From an optimization exercise on the open Yosys and OpenROAD flow, aimed at small area; shortcuts taken in it are not production practice.
Only simulation tests tie the RTL to the original design; equivalence was not proved.

`design/flow/design.v`:
```
module lane_rank_cic (
    input  wire               clk,
    input  wire               rst,
    input  wire [3:0]         cfg_rank_taps,    
    input  wire [2:0]         cfg_cic_order,    
    input  wire               cfg_cic_m,        
    input  wire [16:0]        cfg_cic_ratio,    
    input  wire [17:0]        cfg_cic_gain,     
    input  wire [5:0]         cfg_cic_shift,    
    input  wire               in_valid,
    input  wire signed [15:0] in_data,
    output wire               out_valid,
    output wire signed [15:0] out_data,
    output wire               out_sat
);
    integer i, j, s;
    genvar gs, gj;
    wire take = in_valid & ~rst;
    wire l4   = |cfg_cic_ratio[16:2];           
    reg  [16:0] cnt;
    wire        strobe = (cnt == 17'd1);
    always @(posedge clk) begin
        if (rst)
            cnt <= 17'd1;
        else if (in_valid)
            cnt <= strobe ? cfg_cic_ratio : cnt - 17'd1;
    end
    reg  signed [15:0] win [0:8];        
    reg         [35:0] pb;               
    wire        [7:0]  le_new;           
    function integer pidx(input integer a, input integer b);
        pidx = b * (b - 1) / 2 + a;
    endfunction
    wire [15:0] nin = ~in_data;
    generate
        for (gj = 0; gj < 8; gj = gj + 1) begin : g_cmp
            lane_le u_le (.na(nin), .b(win[gj]), .le(le_new[gj]));
        end
    endgenerate
    always @(posedge clk) begin
        if (in_valid) begin
            for (i = 8; i > 0; i = i - 1)
                win[i] <= win[i-1];
            win[0] <= in_data;
            for (j = 1; j < 8; j = j + 1)
                for (i = 0; i < j; i = i + 1)
                    pb[pidx(i + 1, j + 1)] <= pb[pidx(i, j)];
            for (j = 0; j < 8; j = j + 1)
                pb[pidx(0, j + 1)] <= le_new[j];
        end
    end
    reg  [3:1] kr;
    always @(posedge clk)
        kr <= cfg_rank_taps[3:1];
    wire [8:0] inc = {{2{kr[3]}}, {2{kr[3] | kr[2] & kr[1]}}, {2{kr[3] | kr[2]}}, 3'b111};
    wire [2:0] half = kr;
    reg  [8*9-1:0] abits;
    wire [4*9-1:0] ahead;
    reg  [8:0]  sel;
    reg  signed [15:0] median;
    always @(*) begin
        for (j = 0; j < 9; j = j + 1)
            for (i = 0; i < 9; i = i + 1)
                if (i < j)
                    abits[8*j+i] = inc[i] & pb[pidx(i, j)];
                else if (i > j)
                    abits[8*j+i-1] = inc[i] & ~pb[pidx(j, i)];
    end
    generate
        for (gj = 0; gj < 9; gj = gj + 1) begin : g_pc
            lane_pop8 u_pc (.b(abits[8*gj +: 8]), .n(ahead[4*gj +: 4]));
        end
    endgenerate
    always @(*) begin
        median = 16'sd0;
        for (j = 0; j < 9; j = j + 1) begin
            sel[j] = inc[j] && ahead[4*j +: 4] == {1'b0, half};
            median = median | (win[j] & {16{sel[j]}});
        end
    end
    reg  [3:0]  vd;                  
    reg  [3:0]  dd;                  
    reg         ls;                  
    reg  [3:1]  sd;                  
    reg  [15:0] ig [1:5][0:3];
    reg  [2:0]  cy [1:5];            
    wire [5:2]  inj;                 
    assign inj[2] = cfg_cic_order == 3'd4;
    assign inj[3] = cfg_cic_order == 3'd3;
    assign inj[4] = cfg_cic_order == 3'd2;
    assign inj[5] = cfg_cic_order == 3'd1;
    localparam [5:1] INV = 5'b01010;   
    wire [16*20-1:0] isum;
    wire [20-1:0]    ico;
    generate
        for (gs = 1; gs <= 5; gs = gs + 1) begin : g_is
            for (gj = 0; gj < 4; gj = gj + 1) begin : g_ij
                wire [15:0] med = (gj == 0) ? median : {16{sd[gj]}};
                wire [15:0] add;             
                if (gs == 1) begin : b1
                    assign add = med & {16{vd[gj]}};
                end else begin : bn
                    wire [15:0] prev = isum[16*((gs-2)*4+gj) +: 16] ^ {16{INV[gs-1]}};
                    assign add = (inj[gs] ? med : prev) & {16{vd[gj]}};
                end
                wire [15:0] fb = (gs == 5) ? ig[gs][gj] & ~{16{dd[gj] & vd[gj]}} : ig[gs][gj];
                if (gj == 0) begin : c0
                    lane_add16k #(.CI(INV[gs])) u_add (
                        .a  (fb),
                        .b  (add ^ {16{INV[gs]}}),
                        .s  (isum[16*((gs-1)*4+gj) +: 16]),
                        .co (ico[(gs-1)*4+gj])
                    );
                end else begin : cn
                    lane_add16 u_add (
                        .a  (fb),
                        .b  (add ^ {16{INV[gs]}}),
                        .ci (cy[gs][gj-1]),
                        .s  (isum[16*((gs-1)*4+gj) +: 16]),
                        .co (ico[(gs-1)*4+gj])
                    );
                end
            end
        end
    endgenerate
    always @(posedge clk) begin
        if (rst)
            vd <= 4'd0;
        else
            vd <= {vd[2:0], take};
        sd <= {sd[2:1], median[15]};
        dd <= {dd[2:0], ls};
        if (take)
            ls <= strobe;
        for (s = 1; s <= 5; s = s + 1) begin
            for (j = 0; j < 4; j = j + 1)
                ig[s][j] <= isum[16*((s-1)*4+j) +: 16];
            cy[s] <= ico[(s-1)*4 +: 3];
        end
    end
    reg         ev;                  
    reg  [3:0]  pr;                  
    always @(posedge clk) begin
        if (rst) begin
            ev <= 1'b0;
            pr <= 4'd0;
        end else begin
            ev <= take & strobe;
            pr <= {pr[2:0], ev};
        end
    end
    wire proc  = pr[0] | pr[1] | (l4 & (pr[2] | pr[3]));
    wire plast = l4 ? pr[3] : pr[1];
    wire [15:0] dig = ({16{pr[0]}} & ig[5][0]) | ({16{pr[1]}} & ig[5][1]) |
                      ({16{l4 & pr[2]}} & ig[5][2]) | ({16{l4 & pr[3]}} & ig[5][3]);
    reg  [15:0] dl1 [0:3];
    reg  [15:0] dl [2:5][0:7];
    reg  [5:1]  cw;                  
    wire [5:1]  cco;
    wire [16*6-1:0] u;               
    wire [5:2]  cact;                
    assign cact[2] = cfg_cic_order >= 3'd2;
    assign cact[3] = cfg_cic_order >= 3'd3;
    assign cact[4] = cfg_cic_order >= 3'd4;
    assign cact[5] = cfg_cic_order >= 3'd5;
    wire t0 = cfg_cic_m & l4;        
    wire t4 = cfg_cic_m ^ l4;        
    wire t6 = ~cfg_cic_m & ~l4;      
    assign u[15:0] = dig;
    wire [15:0] add1 = ({16{cfg_cic_m & l4}} & dl1[0]) | ({16{cfg_cic_m & ~l4}} & dl1[2]);
    lane_add16 u_add1 (
        .a  (dig),
        .b  (add1),
        .ci (~pr[0] & cw[1]),
        .s  (u[31:16]),
        .co (cco[1])
    );
    generate
        for (gs = 2; gs <= 5; gs = gs + 1) begin : g_cs
            wire [15:0] nsub;            
            genvar gb;
            for (gb = 0; gb < 16; gb = gb + 1) begin : g_t
                lane_aoi222 u_t (
                    .s1 (t0 & cact[gs]), .a (dl[gs][0][gb]),
                    .s2 (t4 & cact[gs]), .b (dl[gs][4][gb]),
                    .s3 (t6 & cact[gs]), .c (dl[gs][6][gb]),
                    .y  (nsub[gb])
                );
            end
            lane_add16 u_sub (
                .a  (u[16*(gs-1) +: 16]),
                .b  (nsub),
                .ci (pr[0] | cw[gs]),
                .s  (u[16*gs +: 16]),
                .co (cco[gs])
            );
        end
    endgenerate
    always @(posedge clk) begin
        cw <= cco;
        if (proc) begin
            dl1[3] <= dig;
            for (i = 0; i < 3; i = i + 1)
                dl1[i] <= dl1[i+1];
            for (s = 2; s <= 5; s = s + 1) begin
                dl[s][7] <= u[16*(s-1) +: 16];
                for (i = 0; i < 7; i = i + 1)
                    dl[s][i] <= dl[s][i+1];
            end
        end
    end
    reg         yv, yfirst, ylast;
    reg  [15:0] yd;
    always @(posedge clk) begin
        if (rst)
            yv <= 1'b0;
        else
            yv <= proc;
        yfirst <= pr[0];
        ylast  <= plast;
        yd     <= u[16*5 +: 16];
    end
    reg  [19:0] g3;
    wire [19:0] g3n;
    wire [18:0] g3c;
    assign g3c[0] = 1'b0;
    assign g3n[0] = cfg_cic_gain[0];
    assign g3c[1] = 1'b0;
    generate
        for (gj = 1; gj < 18; gj = gj + 1) begin : g_g3
            if (gj == 1) begin : h
                lane_ha f (.a(cfg_cic_gain[1]), .b(cfg_cic_gain[0]),
                           .s(g3n[1]), .co(g3c[2]));
            end else begin : f
                lane_fa f (.a(cfg_cic_gain[gj]), .b(cfg_cic_gain[gj-1]),
                           .c(g3c[gj]), .s(g3n[gj]), .co(g3c[gj+1]));
            end
        end
    endgenerate
    lane_ha u_g3h (.a(cfg_cic_gain[17]), .b(g3c[18]), .s(g3n[18]), .co(g3n[19]));
    always @(posedge clk)
        g3 <= g3n;
    reg  [18:0] nhi;                 
    reg  [47:0] ndr;                 
    wire [34:0] nan;
    lane_mul u_mul (
        .yd   (yd),
        .sgn  (ylast & yd[15]),
        .g    (cfg_cic_gain),
        .g3   (g3),
        .nhin (nhi | {19{yfirst}}),
        .nan  (nan)
    );
    reg         xv;
    always @(posedge clk) begin
        if (rst)
            xv <= 1'b0;
        else
            xv <= yv & ylast;
        nhi <= nan[34:16];
        ndr <= {nan[15:0], ndr[47:16]};
    end
    wire [18:0] hi = ~nhi;
    wire [47:0] dr = ~ndr;
    wire [65:0] w   = {hi[17:0], dr};
    wire        neg = hi[17];
    wire [6:0]  sh  = {1'b0, cfg_cic_shift} + {1'b0, ~l4, 5'd0};
    wire [5:0]  cs = 6'd1 << sh[6:4];
    wire [98:0] wx = {{33{neg}}, w};
    reg  [32:0] v;
    always @(*)
        for (i = 0; i < 33; i = i + 1)
            v[i] = (cs[0] & wx[i]) | (cs[1] & wx[i+16]) | (cs[2] & wx[i+32]) |
                   (cs[3] & wx[i+48]) | (cs[4] & wx[i+64]) | (cs[5] & neg);
    wire [24:0] f8 = sh[3] ? v[32:8] : v[24:0];
    wire [20:0] f4 = sh[2] ? f8[24:4] : f8[20:0];
    wire [18:0] f2 = sh[1] ? f4[20:2] : f4[18:0];
    wire [17:0] q  = sh[0] ? f2[18:1] : f2[17:0];
    wire [3:0]  b4  = sh[3:0];
    wire        e49 = &(w[64:49] ~^ {16{neg}});
    wire        e33 = e49 & (&(w[48:33] ~^ {16{neg}}));
    wire        upper = (sh[6:4] == 3'd0) ? e33 : (sh[6:4] == 3'd1) ? e49 : 1'b1;
    reg  [15:0] mmsk;
    always @(*)
        for (i = 0; i < 16; i = i + 1)
            mmsk[i] = i >= b4;
    wire        fits = upper & ~|((v[32:17] ^ {16{neg}}) & mmsk);
    wire [18:0] z  = {q[17], q} + 19'd1;
    wire [17:0] ov = z[18:1];
    wire        over  = fits ? (~ov[17] & (ov[16] | ov[15])) : ~neg;
    wire        under = fits ? (ov[17] & ~(ov[16] & ov[15])) : neg;
    reg  [3:0]  qo;
    wire [4:0]  nm  = cfg_cic_m ? {1'b0, cfg_cic_order, 1'b0} : {2'b0, cfg_cic_order};
    wire [2:0]  km2 = cfg_rank_taps[2:0] - 3'd2;      
    wire        rs  = ~|cfg_cic_ratio[16:3];          
    wire [2:0]  r3  = cfg_cic_ratio[2:0];
    wire [2:0]  cc  = 3'd1 + {2'd0, rs & ({1'b0, km2} > {1'b0, r3})}
                           + {2'd0, rs & ({1'b0, km2} > {r3, 1'b0})}
                           + {2'd0, rs & ({2'b0, km2} > ({1'b0, r3, 1'b0} + {2'b0, r3}))};
    wire [4:0]  thr = nm + {2'd0, cc};
    wire        ok  = {1'b0, qo} >= thr;
    always @(posedge clk) begin
        if (rst)
            qo <= 4'd0;
        else if (xv && qo != 4'd15)
            qo <= qo + 4'd1;
    end
    assign out_valid = xv & ok;
    assign out_sat   = over | under;
    assign out_data  = over ? 16'sh7fff : under ? 16'sh8000 : ov[15:0];
endmodule
module lane_le (
    input  wire [15:0] na,
    input  wire [15:0] b,
    output wire        le
);
    wire [16:0] c;
    assign c[0] = 1'b1;
    assign c[1] = b[0] | na[0];
    genvar k;
    generate
        for (k = 1; k < 16; k = k + 1) begin : g_b
            if (k == 15) begin : s
                lane_maj m (.a(~b[k]), .b(~na[k]), .c(c[k]), .y(c[k+1]));
            end else begin : u
                lane_maj m (.a(b[k]), .b(na[k]), .c(c[k]), .y(c[k+1]));
            end
        end
    endgenerate
    assign le = c[16];
endmodule
module lane_maj (
    input  wire a,
    input  wire b,
    input  wire c,
    output wire y
);
    assign y = (a & b) | (a & c) | (b & c);
endmodule
module lane_pop8 (
    input  wire [7:0] b,
    output wire [3:0] n
);
    wire s1, c1, s2, c2, s3, c3, c4, s5, c5, c6;
    lane_fa f1 (.a(b[0]), .b(b[1]), .c(b[2]), .s(s1), .co(c1));
    lane_fa f2 (.a(b[3]), .b(b[4]), .c(b[5]), .s(s2), .co(c2));
    lane_fa f3 (.a(s1), .b(s2), .c(b[6]), .s(s3), .co(c3));
    lane_ha h4 (.a(s3), .b(b[7]), .s(n[0]), .co(c4));
    lane_fa f5 (.a(c1), .b(c2), .c(c3), .s(s5), .co(c5));
    lane_ha h6 (.a(s5), .b(c4), .s(n[1]), .co(c6));
    lane_ha h7 (.a(c5), .b(c6), .s(n[2]), .co(n[3]));
endmodule
module lane_add16 (
    input  wire [15:0] a,
    input  wire [15:0] b,
    input  wire        ci,
    output wire [15:0] s,
    output wire        co
);
    wire [16:0] c;
    assign c[0] = ci;
    assign co   = c[16];
    genvar k;
    generate
        for (k = 0; k < 16; k = k + 1) begin : g_b
            lane_fa f (.a(a[k]), .b(b[k]), .c(c[k]), .s(s[k]), .co(c[k+1]));
        end
    endgenerate
endmodule
module lane_add16k #(
    parameter CI = 1'b0
) (
    input  wire [15:0] a,
    input  wire [15:0] b,
    output wire [15:0] s,
    output wire        co
);
    wire [16:0] c;
    assign co = c[16];
    assign s[0] = a[0] ^ b[0] ^ CI;
    assign c[1] = CI ? (a[0] | b[0]) : (a[0] & b[0]);
    genvar k;
    generate
        for (k = 1; k < 16; k = k + 1) begin : g_b
            lane_fa f (.a(a[k]), .b(b[k]), .c(c[k]), .s(s[k]), .co(c[k+1]));
        end
    endgenerate
endmodule
module lane_fa (
    input  wire a,
    input  wire b,
    input  wire c,
    output wire s,
    output wire co
);
    assign s  = a ^ b ^ c;
    assign co = (a & b) | (a & c) | (b & c);
endmodule
module lane_ha (
    input  wire a,
    input  wire b,
    output wire s,
    output wire co
);
    assign s  = a ^ b;
    assign co = a & b;
endmodule
module lane_mul (
    input  wire [15:0] yd,
    input  wire        sgn,
    input  wire [17:0] g,
    input  wire [19:0] g3,
    input  wire [18:0] nhin,
    output wire [34:0] nan
);
    wire [19:0] g1 = {2'b00, g};
    wire [19:0] g2 = {1'b0, g, 1'b0};
    genvar j;
    wire [19:0] npr0;
    wire s1_0 = ~yd[1] & yd[0];
    wire s2_0 = yd[1] & ~yd[0];
    wire s3_0 = yd[1] & yd[0];
    lane_aoi22 u_p0_0 (.s1(s1_0), .a(g1[0]), .s2(s3_0), .b(g3[0]), .y(npr0[0]));
    generate
        for (j = 1; j < 18; j = j + 1) begin : g_p0
            lane_aoi222 u (.s1(s1_0), .a(g1[j]), .s2(s2_0), .b(g2[j]), .s3(s3_0), .c(g3[j]), .y(npr0[j]));
        end
    endgenerate
    lane_aoi22 u_p0_18 (.s1(s2_0), .a(g2[18]), .s2(s3_0), .b(g3[18]), .y(npr0[18]));
    assign npr0[19] = ~(s3_0 & g3[19]);
    wire [19:0] npr1;
    wire s1_1 = ~yd[3] & yd[2];
    wire s2_1 = yd[3] & ~yd[2];
    wire s3_1 = yd[3] & yd[2];
    lane_aoi22 u_p1_0 (.s1(s1_1), .a(g1[0]), .s2(s3_1), .b(g3[0]), .y(npr1[0]));
    generate
        for (j = 1; j < 18; j = j + 1) begin : g_p1
            lane_aoi222 u (.s1(s1_1), .a(g1[j]), .s2(s2_1), .b(g2[j]), .s3(s3_1), .c(g3[j]), .y(npr1[j]));
        end
    endgenerate
    lane_aoi22 u_p1_18 (.s1(s2_1), .a(g2[18]), .s2(s3_1), .b(g3[18]), .y(npr1[18]));
    assign npr1[19] = ~(s3_1 & g3[19]);
    wire [19:0] npr2;
    wire s1_2 = ~yd[5] & yd[4];
    wire s2_2 = yd[5] & ~yd[4];
    wire s3_2 = yd[5] & yd[4];
    lane_aoi22 u_p2_0 (.s1(s1_2), .a(g1[0]), .s2(s3_2), .b(g3[0]), .y(npr2[0]));
    generate
        for (j = 1; j < 18; j = j + 1) begin : g_p2
            lane_aoi222 u (.s1(s1_2), .a(g1[j]), .s2(s2_2), .b(g2[j]), .s3(s3_2), .c(g3[j]), .y(npr2[j]));
        end
    endgenerate
    lane_aoi22 u_p2_18 (.s1(s2_2), .a(g2[18]), .s2(s3_2), .b(g3[18]), .y(npr2[18]));
    assign npr2[19] = ~(s3_2 & g3[19]);
    wire [19:0] npr3;
    wire s1_3 = ~yd[7] & yd[6];
    wire s2_3 = yd[7] & ~yd[6];
    wire s3_3 = yd[7] & yd[6];
    lane_aoi22 u_p3_0 (.s1(s1_3), .a(g1[0]), .s2(s3_3), .b(g3[0]), .y(npr3[0]));
    generate
        for (j = 1; j < 18; j = j + 1) begin : g_p3
            lane_aoi222 u (.s1(s1_3), .a(g1[j]), .s2(s2_3), .b(g2[j]), .s3(s3_3), .c(g3[j]), .y(npr3[j]));
        end
    endgenerate
    lane_aoi22 u_p3_18 (.s1(s2_3), .a(g2[18]), .s2(s3_3), .b(g3[18]), .y(npr3[18]));
    assign npr3[19] = ~(s3_3 & g3[19]);
    wire [19:0] npr4;
    wire s1_4 = ~yd[9] & yd[8];
    wire s2_4 = yd[9] & ~yd[8];
    wire s3_4 = yd[9] & yd[8];
    lane_aoi22 u_p4_0 (.s1(s1_4), .a(g1[0]), .s2(s3_4), .b(g3[0]), .y(npr4[0]));
    generate
        for (j = 1; j < 18; j = j + 1) begin : g_p4
            lane_aoi222 u (.s1(s1_4), .a(g1[j]), .s2(s2_4), .b(g2[j]), .s3(s3_4), .c(g3[j]), .y(npr4[j]));
        end
    endgenerate
    lane_aoi22 u_p4_18 (.s1(s2_4), .a(g2[18]), .s2(s3_4), .b(g3[18]), .y(npr4[18]));
    assign npr4[19] = ~(s3_4 & g3[19]);
    wire [19:0] npr5;
    wire s1_5 = ~yd[11] & yd[10];
    wire s2_5 = yd[11] & ~yd[10];
    wire s3_5 = yd[11] & yd[10];
    lane_aoi22 u_p5_0 (.s1(s1_5), .a(g1[0]), .s2(s3_5), .b(g3[0]), .y(npr5[0]));
    generate
        for (j = 1; j < 18; j = j + 1) begin : g_p5
            lane_aoi222 u (.s1(s1_5), .a(g1[j]), .s2(s2_5), .b(g2[j]), .s3(s3_5), .c(g3[j]), .y(npr5[j]));
        end
    endgenerate
    lane_aoi22 u_p5_18 (.s1(s2_5), .a(g2[18]), .s2(s3_5), .b(g3[18]), .y(npr5[18]));
    assign npr5[19] = ~(s3_5 & g3[19]);
    wire [19:0] npr6;
    wire s1_6 = ~yd[13] & yd[12];
    wire s2_6 = yd[13] & ~yd[12];
    wire s3_6 = yd[13] & yd[12];
    lane_aoi22 u_p6_0 (.s1(s1_6), .a(g1[0]), .s2(s3_6), .b(g3[0]), .y(npr6[0]));
    generate
        for (j = 1; j < 18; j = j + 1) begin : g_p6
            lane_aoi222 u (.s1(s1_6), .a(g1[j]), .s2(s2_6), .b(g2[j]), .s3(s3_6), .c(g3[j]), .y(npr6[j]));
        end
    endgenerate
    lane_aoi22 u_p6_18 (.s1(s2_6), .a(g2[18]), .s2(s3_6), .b(g3[18]), .y(npr6[18]));
    assign npr6[19] = ~(s3_6 & g3[19]);
    wire [19:0] npr7;
    wire s1_7 = ~yd[15] & yd[14];
    wire s2_7 = yd[15] & ~yd[14];
    wire s3_7 = yd[15] & yd[14];
    lane_aoi22 u_p7_0 (.s1(s1_7), .a(g1[0]), .s2(s3_7), .b(g3[0]), .y(npr7[0]));
    generate
        for (j = 1; j < 18; j = j + 1) begin : g_p7
            lane_aoi222 u (.s1(s1_7), .a(g1[j]), .s2(s2_7), .b(g2[j]), .s3(s3_7), .c(g3[j]), .y(npr7[j]));
        end
    endgenerate
    lane_aoi22 u_p7_18 (.s1(s2_7), .a(g2[18]), .s2(s3_7), .b(g3[18]), .y(npr7[18]));
    assign npr7[19] = ~(s3_7 & g3[19]);
    wire m1, m2;
    lane_fa fm1 (.a(npr0[16]), .b(npr1[14]), .c(npr2[12]), .s(m1), .co(m2));
    wire m3, m4;
    lane_fa fm3 (.a(npr0[17]), .b(npr1[15]), .c(npr2[13]), .s(m3), .co(m4));
    wire m5, m6;
    lane_fa fm5 (.a(npr0[18]), .b(npr1[16]), .c(npr2[14]), .s(m5), .co(m6));
    wire m7, m8;
    lane_fa1 hm7 (.a(npr0[19]), .b(npr1[17]), .s(m7), .co(m8));
    wire m9, m10;
    lane_fa1 hm9 (.a(npr0[10]), .b(npr1[8]), .s(m9), .co(m10));
    wire m11, m12;
    lane_fa fm11 (.a(npr0[11]), .b(npr1[9]), .c(npr2[7]), .s(m11), .co(m12));
    wire m13, m14;
    lane_fa fm13 (.a(npr0[12]), .b(npr1[10]), .c(npr2[8]), .s(m13), .co(m14));
    wire m15, m16;
    lane_fa1 hm15 (.a(npr3[6]), .b(npr4[4]), .s(m15), .co(m16));
    wire m17, m18;
    lane_fa fm17 (.a(npr0[13]), .b(npr1[11]), .c(npr2[9]), .s(m17), .co(m18));
    wire m19, m20;
    lane_fa fm19 (.a(npr3[7]), .b(npr4[5]), .c(npr5[3]), .s(m19), .co(m20));
    wire m21, m22;
    lane_fa fm21 (.a(npr0[14]), .b(npr1[12]), .c(npr2[10]), .s(m21), .co(m22));
    wire m23, m24;
    lane_fa fm23 (.a(npr3[8]), .b(npr4[6]), .c(npr5[4]), .s(m23), .co(m24));
    wire m25, m26;
    lane_fa1 hm25 (.a(npr6[2]), .b(npr7[0]), .s(m25), .co(m26));
    wire m27, m28;
    lane_fa fm27 (.a(npr0[15]), .b(npr1[13]), .c(npr2[11]), .s(m27), .co(m28));
    wire m29, m30;
    lane_fa fm29 (.a(npr3[9]), .b(npr4[7]), .c(npr5[5]), .s(m29), .co(m30));
    wire m31, m32;
    lane_fa fm31 (.a(npr6[3]), .b(npr7[1]), .c(nhin[15]), .s(m31), .co(m32));
    wire m33, m34;
    lane_fa fm33 (.a(npr3[10]), .b(npr4[8]), .c(npr5[6]), .s(m33), .co(m34));
    wire m35, m36;
    lane_fa fm35 (.a(npr6[4]), .b(npr7[2]), .c(~(sgn & ~g[0])), .s(m35), .co(m36));
    wire m37, m38;
    lane_fa fm37 (.a(~sgn), .b(nhin[16]), .c(m1), .s(m37), .co(m38));
    wire m39, m40;
    lane_fa fm39 (.a(npr3[11]), .b(npr4[9]), .c(npr5[7]), .s(m39), .co(m40));
    wire m41, m42;
    lane_fa fm41 (.a(npr6[5]), .b(npr7[3]), .c(~(sgn & ~g[1])), .s(m41), .co(m42));
    wire m43, m44;
    lane_fa fm43 (.a(nhin[17]), .b(m3), .c(m2), .s(m43), .co(m44));
    wire m45, m46;
    lane_fa fm45 (.a(npr3[12]), .b(npr4[10]), .c(npr5[8]), .s(m45), .co(m46));
    wire m47, m48;
    lane_fa fm47 (.a(npr6[6]), .b(npr7[4]), .c(~(sgn & ~g[2])), .s(m47), .co(m48));
    wire m49, m50;
    lane_fa fm49 (.a(nhin[18]), .b(m5), .c(m4), .s(m49), .co(m50));
    wire m51, m52;
    lane_fa fm51 (.a(npr2[15]), .b(npr3[13]), .c(npr4[11]), .s(m51), .co(m52));
    wire m53, m54;
    lane_fa fm53 (.a(npr5[9]), .b(npr6[7]), .c(npr7[5]), .s(m53), .co(m54));
    wire m55, m56;
    lane_fa fm55 (.a(~(sgn & ~g[3])), .b(m7), .c(m6), .s(m55), .co(m56));
    wire m57, m58;
    lane_fa fm57 (.a(npr1[18]), .b(npr2[16]), .c(npr3[14]), .s(m57), .co(m58));
    wire m59, m60;
    lane_fa fm59 (.a(npr4[12]), .b(npr5[10]), .c(npr6[8]), .s(m59), .co(m60));
    wire m61, m62;
    lane_fa fm61 (.a(npr7[6]), .b(~(sgn & ~g[4])), .c(m8), .s(m61), .co(m62));
    wire m63, m64;
    lane_fa fm63 (.a(npr1[19]), .b(npr2[17]), .c(npr3[15]), .s(m63), .co(m64));
    wire m65, m66;
    lane_fa fm65 (.a(npr4[13]), .b(npr5[11]), .c(npr6[9]), .s(m65), .co(m66));
    wire m67, m68;
    lane_fa1 hm67 (.a(npr7[7]), .b(~(sgn & ~g[5])), .s(m67), .co(m68));
    wire m69, m70;
    lane_fa fm69 (.a(npr2[18]), .b(npr3[16]), .c(npr4[14]), .s(m69), .co(m70));
    wire m71, m72;
    lane_fa fm71 (.a(npr5[12]), .b(npr6[10]), .c(npr7[8]), .s(m71), .co(m72));
    wire m73, m74;
    lane_fa fm73 (.a(npr2[19]), .b(npr3[17]), .c(npr4[15]), .s(m73), .co(m74));
    wire m75, m76;
    lane_fa1 hm75 (.a(npr5[13]), .b(npr6[11]), .s(m75), .co(m76));
    wire m77, m78;
    lane_fa fm77 (.a(npr3[18]), .b(npr4[16]), .c(npr5[14]), .s(m77), .co(m78));
    wire m79, m80;
    lane_fa1 hm79 (.a(npr3[19]), .b(npr4[17]), .s(m79), .co(m80));
    wire m81, m82;
    lane_fa1 hm81 (.a(npr0[6]), .b(npr1[4]), .s(m81), .co(m82));
    wire m83, m84;
    lane_fa fm83 (.a(npr0[7]), .b(npr1[5]), .c(npr2[3]), .s(m83), .co(m84));
    wire m85, m86;
    lane_fa fm85 (.a(npr0[8]), .b(npr1[6]), .c(npr2[4]), .s(m85), .co(m86));
    wire m87, m88;
    lane_fa1 hm87 (.a(npr3[2]), .b(npr4[0]), .s(m87), .co(m88));
    wire m89, m90;
    lane_fa fm89 (.a(npr0[9]), .b(npr1[7]), .c(npr2[5]), .s(m89), .co(m90));
    wire m91, m92;
    lane_fa fm91 (.a(npr3[3]), .b(npr4[1]), .c(nhin[9]), .s(m91), .co(m92));
    wire m93, m94;
    lane_fa fm93 (.a(npr2[6]), .b(npr3[4]), .c(npr4[2]), .s(m93), .co(m94));
    wire m95, m96;
    lane_fa fm95 (.a(npr5[0]), .b(nhin[10]), .c(m9), .s(m95), .co(m96));
    wire m97, m98;
    lane_fa fm97 (.a(npr3[5]), .b(npr4[3]), .c(npr5[1]), .s(m97), .co(m98));
    wire m99, m100;
    lane_fa fm99 (.a(nhin[11]), .b(m11), .c(m10), .s(m99), .co(m100));
    wire m101, m102;
    lane_fa fm101 (.a(npr5[2]), .b(npr6[0]), .c(nhin[12]), .s(m101), .co(m102));
    wire m103, m104;
    lane_fa fm103 (.a(m13), .b(m15), .c(m12), .s(m103), .co(m104));
    wire m105, m106;
    lane_fa fm105 (.a(npr6[1]), .b(nhin[13]), .c(m17), .s(m105), .co(m106));
    wire m107, m108;
    lane_fa fm107 (.a(m19), .b(m14), .c(m16), .s(m107), .co(m108));
    wire m109, m110;
    lane_fa fm109 (.a(nhin[14]), .b(m21), .c(m23), .s(m109), .co(m110));
    wire m111, m112;
    lane_fa fm111 (.a(m25), .b(m18), .c(m20), .s(m111), .co(m112));
    wire m113, m114;
    lane_fa fm113 (.a(m27), .b(m29), .c(m31), .s(m113), .co(m114));
    wire m115, m116;
    lane_fa fm115 (.a(m22), .b(m24), .c(m26), .s(m115), .co(m116));
    wire m117, m118;
    lane_fa fm117 (.a(m33), .b(m35), .c(m37), .s(m117), .co(m118));
    wire m119, m120;
    lane_fa fm119 (.a(m28), .b(m30), .c(m32), .s(m119), .co(m120));
    wire m121, m122;
    lane_fa fm121 (.a(m39), .b(m41), .c(m43), .s(m121), .co(m122));
    wire m123, m124;
    lane_fa fm123 (.a(m34), .b(m36), .c(m38), .s(m123), .co(m124));
    wire m125, m126;
    lane_fa fm125 (.a(m45), .b(m47), .c(m49), .s(m125), .co(m126));
    wire m127, m128;
    lane_fa fm127 (.a(m40), .b(m42), .c(m44), .s(m127), .co(m128));
    wire m129, m130;
    lane_fa fm129 (.a(m51), .b(m53), .c(m55), .s(m129), .co(m130));
    wire m131, m132;
    lane_fa fm131 (.a(m46), .b(m48), .c(m50), .s(m131), .co(m132));
    wire m133, m134;
    lane_fa fm133 (.a(m57), .b(m59), .c(m61), .s(m133), .co(m134));
    wire m135, m136;
    lane_fa fm135 (.a(m52), .b(m54), .c(m56), .s(m135), .co(m136));
    wire m137, m138;
    lane_fa fm137 (.a(m63), .b(m65), .c(m67), .s(m137), .co(m138));
    wire m139, m140;
    lane_fa fm139 (.a(m58), .b(m60), .c(m62), .s(m139), .co(m140));
    wire m141, m142;
    lane_fa fm141 (.a(~(sgn & ~g[6])), .b(m69), .c(m71), .s(m141), .co(m142));
    wire m143, m144;
    lane_fa fm143 (.a(m64), .b(m66), .c(m68), .s(m143), .co(m144));
    wire m145, m146;
    lane_fa fm145 (.a(npr7[9]), .b(~(sgn & ~g[7])), .c(m73), .s(m145), .co(m146));
    wire m147, m148;
    lane_fa fm147 (.a(m75), .b(m70), .c(m72), .s(m147), .co(m148));
    wire m149, m150;
    lane_fa fm149 (.a(npr6[12]), .b(npr7[10]), .c(~(sgn & ~g[8])), .s(m149), .co(m150));
    wire m151, m152;
    lane_fa fm151 (.a(m77), .b(m74), .c(m76), .s(m151), .co(m152));
    wire m153, m154;
    lane_fa fm153 (.a(npr5[15]), .b(npr6[13]), .c(npr7[11]), .s(m153), .co(m154));
    wire m155, m156;
    lane_fa fm155 (.a(~(sgn & ~g[9])), .b(m79), .c(m78), .s(m155), .co(m156));
    wire m157, m158;
    lane_fa fm157 (.a(npr4[18]), .b(npr5[16]), .c(npr6[14]), .s(m157), .co(m158));
    wire m159, m160;
    lane_fa fm159 (.a(npr7[12]), .b(~(sgn & ~g[10])), .c(m80), .s(m159), .co(m160));
    wire m161, m162;
    lane_fa fm161 (.a(npr4[19]), .b(npr5[17]), .c(npr6[15]), .s(m161), .co(m162));
    wire m163, m164;
    lane_fa1 hm163 (.a(npr7[13]), .b(~(sgn & ~g[11])), .s(m163), .co(m164));
    wire m165, m166;
    lane_fa fm165 (.a(npr5[18]), .b(npr6[16]), .c(npr7[14]), .s(m165), .co(m166));
    wire m167, m168;
    lane_fa1 hm167 (.a(npr5[19]), .b(npr6[17]), .s(m167), .co(m168));
    wire m169, m170;
    lane_fa1 hm169 (.a(npr0[4]), .b(npr1[2]), .s(m169), .co(m170));
    wire m171, m172;
    lane_fa fm171 (.a(npr0[5]), .b(npr1[3]), .c(npr2[1]), .s(m171), .co(m172));
    wire m173, m174;
    lane_fa fm173 (.a(npr2[2]), .b(npr3[0]), .c(nhin[6]), .s(m173), .co(m174));
    wire m175, m176;
    lane_fa fm175 (.a(npr3[1]), .b(nhin[7]), .c(m83), .s(m175), .co(m176));
    wire m177, m178;
    lane_fa fm177 (.a(nhin[8]), .b(m85), .c(m87), .s(m177), .co(m178));
    wire m179, m180;
    lane_fa fm179 (.a(m89), .b(m91), .c(m86), .s(m179), .co(m180));
    wire m181, m182;
    lane_fa fm181 (.a(m93), .b(m95), .c(m90), .s(m181), .co(m182));
    wire m183, m184;
    lane_fa fm183 (.a(m97), .b(m99), .c(m94), .s(m183), .co(m184));
    wire m185, m186;
    lane_fa fm185 (.a(m101), .b(m103), .c(m98), .s(m185), .co(m186));
    wire m187, m188;
    lane_fa fm187 (.a(m105), .b(m107), .c(m102), .s(m187), .co(m188));
    wire m189, m190;
    lane_fa fm189 (.a(m109), .b(m111), .c(m106), .s(m189), .co(m190));
    wire m191, m192;
    lane_fa fm191 (.a(m113), .b(m115), .c(m110), .s(m191), .co(m192));
    wire m193, m194;
    lane_fa fm193 (.a(m117), .b(m119), .c(m114), .s(m193), .co(m194));
    wire m195, m196;
    lane_fa fm195 (.a(m121), .b(m123), .c(m118), .s(m195), .co(m196));
    wire m197, m198;
    lane_fa fm197 (.a(m125), .b(m127), .c(m122), .s(m197), .co(m198));
    wire m199, m200;
    lane_fa fm199 (.a(m129), .b(m131), .c(m126), .s(m199), .co(m200));
    wire m201, m202;
    lane_fa fm201 (.a(m133), .b(m135), .c(m130), .s(m201), .co(m202));
    wire m203, m204;
    lane_fa fm203 (.a(m137), .b(m139), .c(m134), .s(m203), .co(m204));
    wire m205, m206;
    lane_fa fm205 (.a(m141), .b(m143), .c(m138), .s(m205), .co(m206));
    wire m207, m208;
    lane_fa fm207 (.a(m145), .b(m147), .c(m142), .s(m207), .co(m208));
    wire m209, m210;
    lane_fa fm209 (.a(m149), .b(m151), .c(m146), .s(m209), .co(m210));
    wire m211, m212;
    lane_fa fm211 (.a(m153), .b(m155), .c(m150), .s(m211), .co(m212));
    wire m213, m214;
    lane_fa fm213 (.a(m157), .b(m159), .c(m154), .s(m213), .co(m214));
    wire m215, m216;
    lane_fa fm215 (.a(m161), .b(m163), .c(m158), .s(m215), .co(m216));
    wire m217, m218;
    lane_fa fm217 (.a(~(sgn & ~g[12])), .b(m165), .c(m162), .s(m217), .co(m218));
    wire m219, m220;
    lane_fa fm219 (.a(npr7[15]), .b(~(sgn & ~g[13])), .c(m167), .s(m219), .co(m220));
    wire m221, m222;
    lane_fa fm221 (.a(npr6[18]), .b(npr7[16]), .c(~(sgn & ~g[14])), .s(m221), .co(m222));
    wire m223, m224;
    lane_fa1 hm223 (.a(npr6[19]), .b(npr7[17]), .s(m223), .co(m224));
    wire m225, m226;
    lane_fa1 hm225 (.a(npr0[2]), .b(npr1[0]), .s(m225), .co(m226));
    wire m227, m228;
    lane_fa fm227 (.a(npr0[3]), .b(npr1[1]), .c(nhin[3]), .s(m227), .co(m228));
    wire m229, m230;
    lane_fa fm229 (.a(npr2[0]), .b(nhin[4]), .c(m169), .s(m229), .co(m230));
    wire m231, m232;
    lane_fa fm231 (.a(nhin[5]), .b(m171), .c(m170), .s(m231), .co(m232));
    wire m233, m234;
    lane_fa fm233 (.a(m81), .b(m173), .c(m172), .s(m233), .co(m234));
    wire m235, m236;
    lane_fa fm235 (.a(m82), .b(m175), .c(m174), .s(m235), .co(m236));
    wire m237, m238;
    lane_fa fm237 (.a(m84), .b(m177), .c(m176), .s(m237), .co(m238));
    wire m239, m240;
    lane_fa fm239 (.a(m88), .b(m179), .c(m178), .s(m239), .co(m240));
    wire m241, m242;
    lane_fa fm241 (.a(m92), .b(m181), .c(m180), .s(m241), .co(m242));
    wire m243, m244;
    lane_fa fm243 (.a(m96), .b(m183), .c(m182), .s(m243), .co(m244));
    wire m245, m246;
    lane_fa fm245 (.a(m100), .b(m185), .c(m184), .s(m245), .co(m246));
    wire m247, m248;
    lane_fa fm247 (.a(m104), .b(m187), .c(m186), .s(m247), .co(m248));
    wire m249, m250;
    lane_fa fm249 (.a(m108), .b(m189), .c(m188), .s(m249), .co(m250));
    wire m251, m252;
    lane_fa fm251 (.a(m112), .b(m191), .c(m190), .s(m251), .co(m252));
    wire m253, m254;
    lane_fa fm253 (.a(m116), .b(m193), .c(m192), .s(m253), .co(m254));
    wire m255, m256;
    lane_fa fm255 (.a(m120), .b(m195), .c(m194), .s(m255), .co(m256));
    wire m257, m258;
    lane_fa fm257 (.a(m124), .b(m197), .c(m196), .s(m257), .co(m258));
    wire m259, m260;
    lane_fa fm259 (.a(m128), .b(m199), .c(m198), .s(m259), .co(m260));
    wire m261, m262;
    lane_fa fm261 (.a(m132), .b(m201), .c(m200), .s(m261), .co(m262));
    wire m263, m264;
    lane_fa fm263 (.a(m136), .b(m203), .c(m202), .s(m263), .co(m264));
    wire m265, m266;
    lane_fa fm265 (.a(m140), .b(m205), .c(m204), .s(m265), .co(m266));
    wire m267, m268;
    lane_fa fm267 (.a(m144), .b(m207), .c(m206), .s(m267), .co(m268));
    wire m269, m270;
    lane_fa fm269 (.a(m148), .b(m209), .c(m208), .s(m269), .co(m270));
    wire m271, m272;
    lane_fa fm271 (.a(m152), .b(m211), .c(m210), .s(m271), .co(m272));
    wire m273, m274;
    lane_fa fm273 (.a(m156), .b(m213), .c(m212), .s(m273), .co(m274));
    wire m275, m276;
    lane_fa fm275 (.a(m160), .b(m215), .c(m214), .s(m275), .co(m276));
    wire m277, m278;
    lane_fa fm277 (.a(m164), .b(m217), .c(m216), .s(m277), .co(m278));
    wire m279, m280;
    lane_fa fm279 (.a(m166), .b(m219), .c(m218), .s(m279), .co(m280));
    wire m281, m282;
    lane_fa fm281 (.a(m168), .b(m221), .c(m220), .s(m281), .co(m282));
    wire m283, m284;
    lane_fa fm283 (.a(~(sgn & ~g[15])), .b(m223), .c(m222), .s(m283), .co(m284));
    wire m285, m286;
    lane_fa fm285 (.a(npr7[18]), .b(~(sgn & ~g[16])), .c(m224), .s(m285), .co(m286));
    wire m287, m288;
    lane_fa1 hm287 (.a(npr7[19]), .b(~(sgn & ~g[17])), .s(m287), .co(m288));
    wire [34:0] ra = {~sgn, m287, m285, m283, m281, m279, m277, m275, m273, m271, m269, m267, m265, m263, m261, m259, m257, m255, m253, m251, m249, m247, m245, m243, m241, m239, m237, m235, m233, m231, m229, m227, nhin[2], npr0[1], npr0[0]};
    wire [34:0] rb = {m288, m286, m284, m282, m280, m278, m276, m274, m272, m270, m268, m266, m264, m262, m260, m258, m256, m254, m252, m250, m248, m246, m244, m242, m240, m238, m236, m234, m232, m230, m228, m226, m225, nhin[1], nhin[0]};
    wire [16:0] lo;
    wire [19:0] h0, h1;
    wire [18:0] s0, s1;
    lane_fa1 l0 (.a(ra[0]), .b(rb[0]), .s(nan[0]), .co(lo[1]));
    lane_fa1 c0 (.a(ra[16]), .b(rb[16]), .s(s0[0]), .co(h0[1]));
    lane_ha  c1 (.a(ra[16]), .b(rb[16]), .s(s1[0]), .co(h1[1]));
    genvar k;
    generate
        for (k = 1; k < 16; k = k + 1) begin : g_lo
            lane_fa f (.a(ra[k]), .b(rb[k]), .c(lo[k]), .s(nan[k]), .co(lo[k+1]));
        end
        for (k = 1; k < 19; k = k + 1) begin : g_hi
            lane_fa f0 (.a(ra[k+16]), .b(rb[k+16]), .c(h0[k]), .s(s0[k]), .co(h0[k+1]));
            lane_fa f1 (.a(ra[k+16]), .b(rb[k+16]), .c(h1[k]), .s(s1[k]), .co(h1[k+1]));
        end
    endgenerate
    assign nan[34:16] = lo[16] ? s0 : s1;
endmodule
module lane_fa1 (
    input  wire a,
    input  wire b,
    output wire s,
    output wire co
);
    assign s  = ~(a ^ b);
    assign co = a | b;
endmodule
module lane_aoi22 (
    input  wire s1,
    input  wire a,
    input  wire s2,
    input  wire b,
    output wire y
);
    assign y = ~((s1 & a) | (s2 & b));
endmodule
module lane_aoi222 (
    input  wire s1,
    input  wire a,
    input  wire s2,
    input  wire b,
    input  wire s3,
    input  wire c,
    output wire y
);
    assign y = ~((s1 & a) | (s2 & b) | (s3 & c));
endmodule
```
`design/flow/run.sh`:
```
#!/bin/bash
# synth_recipe.tcl (not shown) runs the flow's synth.tcl, then flattens the netlist and writes it again
# the make line also repeats each setting of config.mk as NAME=value (left out here)
make -C /OpenROAD-flow-scripts/flow DESIGN_CONFIG=/design/flow/config.mk WORK_HOME=/design/flow/orfs CLKGATE_MAP_FILE= SYNTH_SCRIPT=/design/flow/synth_recipe.tcl finish
```
`design/flow/config.mk`:
```
export PLATFORM = sky130hd
export DESIGN_NAME = lane_rank_cic
export DESIGN_NICKNAME = lane_rank_cic
export VERILOG_FILES = /design/flow/design.v
export SDC_FILE = /design/flow/constraint.sdc
export NUM_CORES = 4
export LEC_CHECK = 0
export CAP_MARGIN = 20
export CORE_MARGIN = 2
export CORE_UTILIZATION = 40
export CTS_CLUSTER_DIAMETER = 100
export CTS_CLUSTER_SIZE = 27
export SLEW_MARGIN = 20
export SYNTH_HIERARCHICAL = 1
export SYNTH_MINIMUM_KEEP_SIZE = 0
```
`design/flow/constraint.sdc`:
```
create_clock -name core_clock -period 16.0 [get_ports {clk}]
set_input_delay 3.2000 -clock core_clock [delete_from_list [all_inputs] [get_ports {clk}]]
set_output_delay 3.2000 -clock core_clock [all_outputs]
set_load 0.01 [all_outputs]
```
==> results of run 1 <==
==> worst max path at each step <==
stage                         end  slack, ps  cells after the start
6_report           yd[15]$_DFF_P_       1450                     30
4_1_cts            yd[15]$_DFF_P_       1470                     30
3_5_place_dp        cw[5]$_DFF_P_        730                     30
5_1_grt            yd[15]$_DFF_P_       1100                     30
2_1_floorplan  ig[16][15]$_DFF_P_       2480                     42
3_3_place_gp        cw[5]$_DFF_P_        770                     30
==> modules after synthesis, one instance, submodules excluded, a selection <==
module	flip-flops and latches	area (um^2)	cells inside
lane_maj	0	11.3	1
lane_aoi222	0	10.0	1
lane_fa	0	20.0	1
lane_fa1	0	27.5	5
lane_ha	0	12.5	1
lane_mul	0	603	74
lane_rank_cic	1244	43200	3016
lane_aoi22	0	12.5	1
lane_le	0	13.8	3
==> flip-flops by register name (all words and copies together), names as in the netlist, 3 cells and up <==
register / count
vd: 4
sd: 3
ig: 320
cw: 5
pr: 4
dd: 4
ndr: 48
win: 144
kr: 3
pb: 36
nhi: 19
dl1: 64
cnt: 17
qo: 4
dl: 512
g3: 20
yd: 16
cy: 15
==> Yosys cell counts, drive strengths merged, types with 28 or more instances <==
cell type,number
a21oi,138
mux2,38
nor2,119
a22oi,50
maj3,120
nor2b,165
a222oi,248
o21ai,157
ha,76
or2,39
dfxtp,487
and3,49
nand2,226
buf,44
clkbuf,127
mux2i,40
and2,94
nand3,28
nor3,38
fa,630
edfxtp,757
inv,150
o211ai,42
==> critical path: cells and delay by family <==
family                   cells  cell delay (ps)
adder cells (fa/ha/maj)     21             9080
AND/OR/NAND/NOR              3             1280
buffers and inverters        5             1270
AO/OA/AOI/OAI                1              250
==> per-stage QoR <==
stage | cells
2_1_floorplan | 4205
3_3_place_gp | 6261
3_5_place_dp | 6261
4_1_cts | 6358
5_1_grt | 6359
6_report | 6359
==> per-layer routing <==
metal,part of all wire,track usage,vias up
li1,-,-,15800
met1,0.44,0.258,17900
met2,0.46,0.287,1229
met3,0.068,0.0302,214
met4,0.026,0.0494,2
met5,0.000085,0,-
==> cell type report <==
type                            count  share of cell area
Sequential cell                  1244               0.490
Multi-Input combinational cell   2634               0.411
Tap cell                         2030              0.0383
Timing Repair Buffer              198              0.0260
Clock buffer                       84              0.0227
Inverter                          156             0.00884
Clock inverter                     13             0.00238
==> layout by cell type (no fill, tap or decap), types with 76 or more instances in the layout <==
cell type,Yosys,final
edfxtp_1,757,757
fa_1,630,630
dfxtp_1,487,486
a222oi_1,248,248
nand2_1,226,224
nor2b_1,165,158
inv_1,150,150
o21ai_0,144,144
a21oi_1,137,137
maj3_2,120,120
nor2_1,118,118
buf_4,4,109
and2_1,88,87
clkdlybuf4s50_1,0,83
ha_1,76,76
==> cells by family after synthesis <==
kind of cell | share of synthesized area
flops | 0.532
simple gates | 0.0765
fa+ha+maj | 0.244
compound gates | 0.103
buf+inv | 0.0225
mux | 0.0154
xor+xnor | 0.00574
==> impl_metrics.csv, run 1 <==
group,metric,value,unit
status,status,"complete, no violations",
layout,diodes,0,
die,rows,143,
setup_path,timing.rr.end,"ig[16][15]$_DFF_P_",
global_route,grt_first_pass_wirelength,221,mm
die,num_io_pins,86,
clock_network,holdBufCountCts,0,
setup_path,rrSetupSlack,1730,ps
layout,nNetsFinal,5063,
clock_network,clkLatencyLatePin,710,ps
yosys,ys_dominant_reg_cell,"edfxtp_1",
setup_path,crit_top_cell,"fa_1",
route,wl_per_cell,22.1,um
clock_network,post_cts_resize_count,0,
layout,multiInputGateArea,27300,um^2
setup_path,crit_required,16550,ps
timing,grt_setup_unrepaired,"false",
place,gp_congestion,0.898,
setup_path,critical_path.max_stage_delay,710,ps
route,drc,0,
route,drt-initial-drc-count,4298,
route,wl,141,mm
route,ant_nets,0,
timing,finalSetupViolCount,0,
clock_network,htree_levels,2,
yosys,synth-seq-cells,1244,
setup_path,r2r_start,"kr[2]$_DFF_P_",
setup_path,cp-end-kind,"register",
timing,fmax,68.8,MHz
die,die_h,395,um
setup_path,rr_worst_depth,41,
timing,worst_hold_slack,358,ps
timing,worst_pin_slew,1100,ps
route,vias,35100,
place,pre_cts_ws,733,ps
min_path,timing.hold.worst_path_depth,0,
layout,fin_area,66200,um^2
yosys,ys_warn_count,17,
yosys,yosys.cell_types.count,99,
timing,maxSlewHeadroom,0.264,
clock_network,clkTransAtPathRegs,100,ps
die,initial_core_util,0.402,
setup_path,critPathSlowestCell,"nor2_1",
place,dp_hpwl,99.3,mm
layout,drive_gt1_frac,0.103,
setup_path,cp_max_fo,20,
timing,period_share,0.909,
route,drtPass1Iterations,14,
yosys,syn_area_per_cell,14.5,um^2
setup_path,crit_start,"cfg_cic_ratio[13]",
layout,area_growth,8.60,%
die,fp.dieW,395,um
yosys,synthArstFlopShare,0,
clock_network,cts_setup_buffers,0,
yosys,synth_edf_count,757,
global_route,grt_start_max_net_pins,195,
min_path,min_to,"ndr[4]$_DFF_P_",
layout,register_area,32500,um^2
layout,final_core_util,0.437,
min_path,hp-start,"ndr[20]$_DFF_P_",
timing,fin_tns_setup,0,ps
setup_path,criticalPathCategory,"in2reg",
yosys,ys_seq_area_frac,0.532,
setup_path,worstPathArrival,15100,ps
die,die_area,156000,um^2
place,io_buffers,85,
global_route,antenna_found_initial,5,
global_route,grt_util_all_layers,0.181,
yosys,syn-num-nets,4979,
clock_network,cts-root-buf,"clkbuf_16",
min_path,worstHoldPathType,"reg2reg",
global_route,grt_pass1_vias,36300,
route,viasPerCell,5.52,
timing,fin_crit,14550,ps
place,place_area,64600,um^2
flow_run,cap_violations,0,
clock_network,clockBufferDepth,3,
timing,hold_viol_final,0,
timing,skew,47.9,ps
yosys,synth_top_area_frac,0.373,
die,core,152000,um^2
clock_network,clock_sinks,1244,
layout,fillers,13900,
yosys,synthesis.area,61000,um^2
yosys,yosys.area.top_type,"edfxtp_1",
clock_network,cts_tree,"built",
clock_network,cts_inserted_buffers,55,
global_route,globalRoute.totalOverflow,0,
timing,worst_slack,1450,ps
timing,drv_slew,0,
setup_path,start_kind,"input port",
yosys,synth_area_leaders,"edfxtp_1, fa_1, dfxtp_1",
yosys,synthCells,4205,
==> inputs of run 2 (changes only) <==
--- a/design/flow/config.mk
+++ b/design/flow/config.mk
@@ -9,5 +9,5 @@
 export CORE_MARGIN = 2
-export CORE_UTILIZATION = 40
+export CORE_UTILIZATION = 60
 export CTS_CLUSTER_DIAMETER = 100
-export CTS_CLUSTER_SIZE = 27
+export CTS_CLUSTER_SIZE = 28
 export SLEW_MARGIN = 20
==> impl_metrics.csv, run 2 <==
group,metric,value,unit
layout,layout_commonest_cell,"edfxtp_1",
global_route,grt_util_all_layers,0.267,
place,dp_hpwl,95.9,mm
timing,drv_slew,0,
layout,nNetsFinal,5057,
setup_path,crit_top_cell,"fa_1",
setup_path,cp.buffers_inverters,1,
timing,hold_viol_final,0,
die,die_area,104000,um^2
timing,fin_tns_setup,0,ps
global_route,grt_first_pass_wirelength,215,mm
yosys,ys_warn_count,17,
route,ant_nets,0,
yosys,synth_top_area_frac,0.373,
route,drt-initial-drc-count,4423,
layout,area_growth,6.96,%
timing,worst_pin_slew,1080,ps
timing,maxSlewHeadroom,0.276,
clock_network,htree_levels,2,
place,place_area,63700,um^2
flow_run,cap_violations,0,
timing,skew,34.2,ps
min_path,worstHoldPathType,"reg2reg",
route,wl,136,mm
clock_network,post_cts_resize_count,0,
clock_network,clockBufferDepth,3,
yosys,ys_top_cells_by_count,"edfxtp_1, fa_1, dfxtp_1",
setup_path,crit_required,16560,ps
yosys,yosys.cell_types.count,99,
setup_path,critPathTopFamily,"adder cells",
yosys,yosys.area.top_type,"edfxtp_1",
timing,finalSetupViolCount,0,
route,viasPerCell,6.21,
die,num_io_pins,86,
layout,mostFrequentLayoutCells,"edfxtp_1, fa_1, dfxtp_1, a222oi_1, nand2_1",
yosys,synth-seq-cells,1244,
yosys,syn-num-nets,4979,
global_route,antenna_found_initial,6,
global_route,globalRoute.totalOverflow,0,
setup_path,worstPathArrival,14670,ps
die,rows,116,
yosys,synth_edf_count,757,
setup_path,critPathSlowestCell,"dfxtp_1",
setup_path,start_kind,"register",
yosys,ys_dominant_reg_cell,"edfxtp_1",
place,io_buffers,85,
status,status,"complete, no violations",
clock_network,cts_setup_buffers,0,
place,gp_congestion,0.936,
setup_path,criticalPathCategory,"reg2reg",
yosys,synth_area_leaders,"edfxtp_1, fa_1, dfxtp_1",
yosys,synth_most_common_cell,"edfxtp_1",
clock_network,cts_tree,"built",
clock_network,clkLatencyLatePin,710,ps
route,drc,0,
yosys,synthesis.area,61000,um^2
die,initial_core_util,0.607,
global_route,grt_start_max_net_pins,187,
timing,grt_setup_unrepaired,"false",
setup_path,cp_max_fo,16,
clock_network,clkTransAtPathRegs,110,ps
global_route,grt_pass1_vias,36200,
route,wl_per_cell,24.0,um
yosys,ys_seq_area_frac,0.532,
setup_path,cp-end-kind,"register",
yosys,synthCells,4205,
clock_network,holdBufCountCts,0,
layout,regMostFlops,"dl",
timing,fin_crit,14110,ps
route,vias,35300,
layout,fin_area,65200,um^2
clock_network,clock_sinks,1244,
timing,period_share,0.882,
clock_network,cts_inserted_buffers,51,
setup_path,critical_path.max_stage_delay,790,ps
yosys,synthArstFlopShare,0,
layout,drive_gt1_frac,0.0984,
layout,largestRegisters,"dl (512), ig (320), win (144)",
layout,largest_reg_flops,512,
die,core,100000,um^2
clock_network,cts-root-buf,"clkbuf_16",
die,die_h,323,um
yosys,syn_area_per_cell,14.5,um^2
timing,fmax,70.9,MHz
route,drtPass1Iterations,22,
die,fp.dieW,323,um
[run 2: metal layers]
metal / wire length (um) / share of wire / GRT usage
met1: 61400 / 0.45 / 0.409
met2: 62000 / 0.46 / 0.409
met3: 9950 / 0.073 / 0.0433
met4: 2700 / 0.020 / 0.0571
met5: 23 / 0.00017 / 0
[run 2: final cells by class]
| class | count | area (um^2) |
|---|---|---|
| Clock inverter | 8 | 133 |
| Inverter | 156 | 586 |
| Tap cell | 1357 | 1700 |
| Antenna cell | 4 | 10.0 |
| Timing Repair Buffer | 196 | 1720 |
| Fill cell | 7510 | 35200 |
| Clock buffer | 81 | 1400 |
| Multi-Input combinational cell | 2634 | 27200 |
| Sequential cell | 1244 | 32500 |
[run 2: worst reg2reg max path, delay by kind of cell (launching register included)]
| family | cells | cell delay [ps] |
|---|---|---|
| adders and majority gates | 25 | 10230 |
| muxes | 1 | 280 |
| buffers and inverters | 1 | 260 |
| AOI/OAI and AO/OA | 5 | 880 |
| and+or+nand+nor | 8 | 1550 |
| DFF | 1 | 790 |
[run 2: path summary, 6_finish.rpt]
check | startpoint | end | slack [ps] | cells after the start
min | ls$_DFFE_PP_ | dd[0]$_DFF_P_ | 340 | 0
max reg2reg | kr[2]$_DFF_P_ | cy[5][0]$_DFF_P_ | 1890 | 40
min reg2reg | ls$_DFFE_PP_ | dd[0]$_DFF_P_ | 340 | 0
max | kr[2]$_DFF_P_ | cy[5][0]$_DFF_P_ | 1890 | 40
[run 2: stage by stage]
stage	hold WS, ps	std cells	utilization	worst slack (ps)
2_1_floorplan	323	4205	-	2480
3_3_place_gp	330	5586	0.634	1440
3_5_place_dp	336	5586	0.634	1350
4_1_cts	339	5675	0.649	1820
5_1_grt	353	5680	0.650	1170
6_report	342	5680	0.650	1890
[run 2: cells by family (layout without fill, tap and decap cells)]
logic type      Yosys count  count (layout)  share of synthesized area
fa+ha+maj               826             826                      0.244
mux                      81              81                     0.0154
flops                  1244            1244                      0.532
xor+xnor                 40              40                    0.00574
buf+inv                 327             441                     0.0225
other cells               0               4                          0
compound gates          815             815                      0.103
simple gates            872             872                     0.0765
[run 2: per-module statistics from Yosys (local to each module, per instance), a selection]
module / flip-flops and latches / cells / copies in the design / cell area [um^2]
lane_aoi22: 0 / 1 / 16 / 12.5
lane_aoi222: 0 / 1 / 200 / 10.0
lane_ha: 0 / 1 / 30 / 12.5
lane_le: 0 / 3 / 8 / 13.8
lane_maj: 0 / 1 / 120 / 11.3
lane_fa: 0 / 1 / 627 / 20.0
==> inputs of run 3 (changes only) <==
--- a/design/flow/config.mk
+++ b/design/flow/config.mk
@@ -11,3 +11,3 @@
 export CTS_CLUSTER_DIAMETER = 100
-export CTS_CLUSTER_SIZE = 28
+export CTS_CLUSTER_SIZE = 32
 export SLEW_MARGIN = 20
==> impl_metrics.csv, run 3 <==
group,metric,value,unit
status,status,"complete, no violations",
clock_network,cts_setup_buffers,0,
route,vias,35300,
global_route,grt_util_all_layers,0.267,
timing,skew,30.5,ps
timing,fin_crit,14060,ps
clock_network,holdBufCountCts,0,
timing,hold_viol_final,0,
place,gp_congestion,0.936,
timing,period_share,0.879,
global_route,grt_start_max_net_pins,187,
yosys,synthesis.area,61000,um^2
route,wl_per_cell,23.9,um
setup_path,crit_top_cell,"fa_1",
clock_network,post_cts_resize_count,0,
route,drc,0,
yosys,synth_edf_count,757,
global_route,grt_pass1_vias,36200,
min_path,hp-start,"ls$_DFFE_PP_",
setup_path,critPathSlowestCell,"dfxtp_1",
timing,fmax,71.1,MHz
clock_network,clkTransAtPathRegs,120,ps
clock_network,cts_inserted_buffers,47,
flow_run,cap_violations,0,
route,viasPerCell,6.23,
yosys,syn_area_per_cell,14.5,um^2
setup_path,r2r_start,"kr[2]$_DFF_P_",
setup_path,worstPathArrival,14620,ps
setup_path,critical_path.max_stage_delay,790,ps
yosys,synthCells,4205,
min_path,worstHoldPathType,"reg2reg",
clock_network,clockBufferDepth,3,
layout,area_growth,6.85,%
route,drtPass1Iterations,14,
layout,largestRegisters,"dl (512), ig (320), win (144)",
place,io_buffers,85,
layout,drive_gt1_frac,0.0983,
die,rows,116,
layout,mostFrequentLayoutCells,"edfxtp_1, fa_1, dfxtp_1, a222oi_1, nand2_1",
route,ant_nets,0,
yosys,ys_seq_area_frac,0.532,
route,wl,136,mm
global_route,grt_first_pass_wirelength,215,mm
layout,layout_commonest_cell,"edfxtp_1",
global_route,antenna_found_initial,7,
yosys,synth_area_leaders,"edfxtp_1, fa_1, dfxtp_1",
layout,nNetsFinal,5052,
global_route,globalRoute.totalOverflow,0,
timing,maxSlewHeadroom,0.258,
yosys,synth_most_common_cell,"edfxtp_1",
yosys,ys_top_cells_by_count,"edfxtp_1, fa_1, dfxtp_1",
yosys,ys_warn_count,17,
clock_network,clkLatencyLatePin,690,ps
die,die_h,323,um
setup_path,rrSetupSlack,1940,ps
setup_path,rr_worst_depth,40,
die,initial_core_util,0.607,
layout,regMostFlops,"dl",
route,drt-initial-drc-count,4446,
min_path,min_to,"dd[0]$_DFF_P_",
yosys,yosys.cell_types.count,99,
setup_path,timing.rr.end,"cy[5][0]$_DFF_P_",
clock_network,clock_sinks,1244,
die,core,100000,um^2
yosys,synthArstFlopShare,0,
setup_path,cp-end-kind,"register",
yosys,synth-seq-cells,1244,
setup_path,crit_required,16560,ps
yosys,syn-num-nets,4979,
yosys,ys_dominant_reg_cell,"edfxtp_1",
yosys,synth_top_area_frac,0.373,
timing,drv_slew,0,
timing,grt_setup_unrepaired,"false",
layout,largest_reg_flops,512,
die,die_area,104000,um^2
layout,fillers,7498,
yosys,yosys.area.top_type,"edfxtp_1",
min_path,timing.hold.worst_path_depth,0,
layout,final_core_util,0.649,
clock_network,htree_levels,2,
timing,worst_pin_slew,1110,ps
timing,fin_tns_setup,0,ps
setup_path,start_kind,"register",
place,dp_hpwl,95.9,mm
timing,finalSetupViolCount,0,
die,num_io_pins,86,
setup_path,criticalPathCategory,"reg2reg",
die,fp.dieW,323,um
clock_network,cts-root-buf,"clkbuf_16",
setup_path,cp_max_fo,16,
clock_network,cts_tree,"built",
[run 3: cell counts after synthesis]
No cell type changed its count.
[run 3: metrics by stage]
stage               worst slack (ps)  hold slack (ps)  cells  cell area, um^2
floorplan                       2480              323   4205            61000
global placement                1440              330   5586            63700
detailed placement              1350              336   5586            63700
CTS                             1840              358   5669            65200
global route                    1190              369   5673            65200
finish                          1940              362   5673            65200
[run 3: metal layers]
metal | track usage | wire (um)
met3 | 0.0424 | 10000
met2 | 0.408 | 62200
met5 | 0 | 23
met4 | 0.0590 | 2570
met1 | 0.410 | 60900
[run 3: worst max-delay path by stage]
stage / to / depth (start not counted) / startpoint
floorplan: ig[16][15]$_DFF_P_ / 42 / kr[3]$_DFF_P_
global placement: nhi[18]$_DFF_P_ / 30 / cfg_cic_gain[16]
detailed placement: yd[15]$_DFF_P_ / 31 / cfg_cic_ratio[8]
CTS: ig[16][15]$_DFF_P_ / 40 / kr[2]$_DFF_P_
global route: ig[16][15]$_DFF_P_ / 40 / kr[2]$_DFF_P_
finish: cy[5][0]$_DFF_P_ / 40 / kr[2]$_DFF_P_
[run 3: modules after synthesis (local to each module, per instance), excerpt]
module,copies in the design,flops+latches
lane_aoi22,16,0
lane_aoi222,200,0
lane_fa,627,0
lane_fa1,17,0
lane_ha,30,0
lane_le,8,0
lane_maj,120,0
lane_mul,1,0
lane_rank_cic,1,1244
[run 3: final cells by class]
class | instances | area (um^2) | area share
clock buffers | 71 | 1270 | 0.0194
well taps | 1357 | 1700 | 0.0260
flip-flops and latches | 1244 | 32500 | 0.498
multi-input cells | 2634 | 27200 | 0.418
repair buffers | 195 | 1690 | 0.0260
inverters | 156 | 586 | 0.00898
clock inverters | 12 | 219 | 0.00336
diodes | 4 | 10.0 | 0.000154
[run 3: logic make-up (layout without fill, tap and decap cells)]
| kind of cell | after synthesis | in the layout | synth area share |
|---|---|---|---|
| flops | 1244 | 1244 | 0.532 |
| mux | 81 | 81 | 0.0154 |
| simple gates | 872 | 872 | 0.0765 |
| xor+xnor | 40 | 40 | 0.00574 |
| compound gates | 815 | 815 | 0.103 |
| buf+inv | 327 | 434 | 0.0225 |
| other cells | 0 | 4 | 0 |
| fa+ha+maj | 826 | 826 | 0.244 |
[run 3: worst max-delay path: cells and delay by family, from the launching register on]
family,cells,cell delay [ps]
fa+ha+maj,25,10200
simple gates,8,1520
compound gates,5,880
flops,1,790
mux,1,280
buf+inv,1,260

## static timing again, ports no longer ideal
The results above use ideal ports. As a check the final layouts listed here were re-extracted and re-timed, cells and wires unchanged. Step 1 sets driving cells, clkbuf_16 on the clock port and buf_2 on the other inputs (assumed; they add their load-dependent delay and slew). Step 2, shift: input delay + t, output delay - t, t = (earliest + latest rising clock arrival at the registers) / 2. This alone moves slack from input paths to output paths. Three values: ideal ports, drivers, drivers and shift; two values: the first two.
| run | t, ns | slack for setup (ns) | worst register clock-pin slew, ns |
|---|---|---|---|
| run 1 | 0.758 | 1.455 / 1.500 / 0.741 | 0.11 / 0.11 |
| run 2 | 0.764 | 1.895 / 1.895 / 1.277 | 0.12 / 0.12 |
| run 3 | 0.751 | 1.937 / 1.937 / 1.292 | 0.13 / 0.13 |
After both steps every run listed still meets setup and hold. For run 1, which loses most, drivers alone change the setup slack by +0.045 ns; drivers and shift together by -0.714 ns.
